What follows belongs to an exercise in optimizing a design on an open flow for small area; a production flow would make more cautious choices. Only simulation tests tie the RTL to the original design; equivalence was not proved. No activity file was given, so power comes from the tool's default toggle rates. The flow treats the clock pin as an ideal source, which a real chip does not have.

JK:
Design mon_unit, start of the top module:
module mon_unit (
    input             clk,
    input             rst,
    input             cfg_we,
    input             cfg_enable,
    input             cfg_tel_en,
    input             cfg_lim_en,
    input      [63:0] cfg_origin,
    input      [31:0] cfg_width,
    input      [63:0] cfg_limit_lo,
    input      [63:0] cfg_limit_hi,
    input             s_valid,
    input      [63:0] s_value,
    input      [2:0]  s_flags,
    input             close,
    input             restart,
    input             step,
    input             tel_ack,
    input             evt_ack,
    input      [6:0]  rd_addr,
    output reg [31:0] rd_data,
    output            evt
);
Size in the first run: roughly 6700 cells after synthesis, roughly 1900 flip-flops, roughly 340 I/O pins, about 88000 sq um of cells after synthesis.
==> flow/config.mk <==
export PLATFORM = sky130hd
export DESIGN_NAME = mon_unit
export DESIGN_NICKNAME = mon_unit
export VERILOG_FILES = /design/flow/design.v
export SDC_FILE = /design/flow/constraint.sdc
export NUM_CORES = 4
export LEC_CHECK = 0
export CAP_MARGIN = 20
export CORE_MARGIN = 2
export CORE_UTILIZATION = 40
export SLEW_MARGIN = 20
==> flow/constraint.sdc <==
create_clock -name core_clock -period 22.0 [get_ports {clk}]
set_input_delay 4.4000 -clock core_clock [delete_from_list [all_inputs] [get_ports {clk}]]
set_output_delay 4.4000 -clock core_clock [all_outputs]
set_load 0.01 [all_outputs]
standard.sh (not shown) runs the stock make flow with config.mk's settings and CLKGATE_MAP_FILE= SYNTH_SCRIPT=/design/flow/synth_recipe.tcl, a recipe that flattens the netlist after the stock synthesis.
==> flow/flow/run.sh <==
#!/bin/bash
# The standard layout (standard.sh, unchanged synthesis) with two changes:
# the port buffers are the smallest buffer cell, and the clock tree uses
# larger sink clusters and no dummy loads. make's output goes to make.log;
# each ORFS step keeps its own log under orfs/logs/.
set -euo pipefail
bash standard.sh \
  BUFFER_PORTS_ARGS="-buffer_cell sky130_fd_sc_hd__buf_1" \
  CTS_ARGS="-sink_clustering_enable -repair_clock_nets -dont_use_dummy_load -sink_clustering_size 30 -sink_clustering_max_diameter 150" \
  finish > make.log 2>&1
JK completed end to end with timing, DRC and antenna clean.
The inputs of MS differ from those of JK as listed below.
--- a/flow/design.v
+++ b/flow/design.v
@@ -122,21 +122,21 @@
     wire evt_ack_ev = !cfg_we && evt_ack;
     reg [63:0] acc_min, acc_max, acc_sum;
     reg [31:0] acc_count;
     reg        acc_nz;             
     reg [2:0]  acc_sflags;
     reg        acc_partial, acc_stepped, acc_count_sat, acc_sum_sat;
     wire first    = do_clear || !acc_nz;
     wire cnt_full = !first && (&acc_count);
     wire [63:0] b_sum = first ? 64'd0 : acc_sum;
-    wire [66:0] sum_l = radd({56'd0, b_sum[9:0]}, {56'd0, s_value[9:0]}, 1'b0);
-    wire [66:0] sum_h = fadd({12'd0, b_sum[63:10]}, {12'd0, s_value[63:10]}, sum_l[10]);
-    wire [63:0] sum_s = {sum_h[53:0], sum_l[9:0]};
+    wire [66:0] sum_l = radd({52'd0, b_sum[13:0]}, {52'd0, s_value[13:0]}, 1'b0);
+    wire [66:0] sum_h = fadd({16'd0, b_sum[63:14]}, {16'd0, s_value[63:14]}, sum_l[14]);
+    wire [63:0] sum_s = {sum_h[49:0], sum_l[13:0]};
     wire        sum_ovf = (b_sum[63] == s_value[63]) && (sum_s[63] != b_sum[63]);
     wire [63:0] sum_next = sum_ovf ? {b_sum[63], {63{~b_sum[63]}}} : sum_s;
     reg [31:0] cnt_inc;
     reg        cc;
     always @* begin
         cc = 1'b1;
         for (k = 0; k < 32; k = k + 1) begin
             cnt_inc[k] = acc_count[k] ^ cc;
             cc         = acc_count[k] & cc;
@@ -242,42 +242,35 @@
     always @(posedge clk) begin
         if (rst)
             evt_r <= 1'b0;
         else if (smp && out_of_limits)
             evt_r <= 1'b1;
         else if (evt_ack_ev)
             evt_r <= 1'b0;
     end
     assign evt = evt_r;
-    wire [66:0] diff_l = radd({50'd0, s_value[15:0]}, {50'd0, ~origin[15:0]}, 1'b1);
-    wire [66:0] diff_h = fadd({{18{s_value[63]}}, s_value[63:16]},
-                              ~{{18{origin[63]}}, origin[63:16]}, diff_l[16]);
-    wire [64:0] diff   = {diff_h[48:0], diff_l[15:0]};
+    wire [66:0] diff_l = radd({44'd0, s_value[21:0]}, {44'd0, ~origin[21:0]}, 1'b1);
+    wire [66:0] diff_h = fadd({{24{s_value[63]}}, s_value[63:22]},
+                              ~{{24{origin[63]}}, origin[63:22]}, diff_l[22]);
+    wire [64:0] diff   = {diff_h[42:0], diff_l[21:0]};
     reg [36:0] h1_d;
     reg        h1_under, h1_high;
     reg        h1_smp, h1_clear, h1_close, h1_cfg;
     always @(posedge clk) begin
         h1_d     <= diff[36:0];
         h1_under <= diff[64];
         h1_high  <= (diff[63:37] != 27'd0);
     end
     always @(posedge clk) begin
-        if (rst) begin
-            h1_smp   <= 1'b0;
-            h1_clear <= 1'b0;
-            h1_close <= 1'b0;
-            h1_cfg   <= 1'b0;
-        end else begin
-            h1_smp   <= smp;
-            h1_clear <= do_clear;
-            h1_close <= do_close;
-            h1_cfg   <= do_cfg;
-        end
+        h1_smp   <= smp;
+        h1_clear <= do_clear;
+        h1_close <= do_close;
+        h1_cfg   <= do_cfg;
     end
     wire        is_over = !h1_under && (h1_high || ge_u32(h1_d[36:5], ~width_n));
     wire [32:0] st4 = div_step(h1_d[36:4], width_n);
     wire [32:0] st3 = div_step({st4[31:0], h1_d[3]}, width_n);
     wire [32:0] st2 = div_step({st3[31:0], h1_d[2]}, width_n);
     wire [32:0] st1 = div_step({st2[31:0], h1_d[1]}, width_n);
     wire        q0  = st1[31] | ge_u32({st1[30:0], h1_d[0]}, ~width_n);
     reg [5:0]  h2_idx;
     reg        h2_smp, h2_clear, h2_close, h2_cfg;
==> run notes <==
- Looking at critical path endpoint, the acc_sum[15] result is from JK; the h1_high one comes from MS.
- Compared with JK, length of routed met2 wiring in MS increased by a few percent.
- MS vs JK: total area of multi-input combinational cells down slightly
- On fraction of standard cell area in multi-input logic, JK and MS are neck and neck.
- From JK to MS the numbers moved as follows: power consumption grew by 9.7%; share of total power in sequential cells saw a decrease; depth of the most critical reg-to-reg path -6.0%.

## port drivers added, routing unchanged
Ports are ideal in the flow. The routed layouts listed here were re-timed in OpenROAD. Step 1 sets driving cells, clkbuf_16 on the clock port and buf_2 on the other inputs (assumed; they add their load-dependent delay and slew). Step 2 times the ports against the registers' clock, not the clock port: input delays grow and output delays shrink by t, the midpoint of the rising clock arrivals with the driver on. a / b / c = no drivers / after step 1 / after step 2; a / b = the first two.
run | shift t [ns] | setup WS [ns] | latest minus earliest clock arrival (ns) | worst data-port slew with drivers (ns)
JK | 0.857 | 3.904 / 3.967 / 3.110 | 0.108 / 0.107 | 0.13
MS | 0.853 | 1.966 / 1.980 / 1.127 | 0.122 / 0.122 | 0.22
After both steps every run listed still meets setup and hold. The setup slack of MS, which loses most, moves by +0.014 ns with the drivers and by -0.839 ns with both steps.
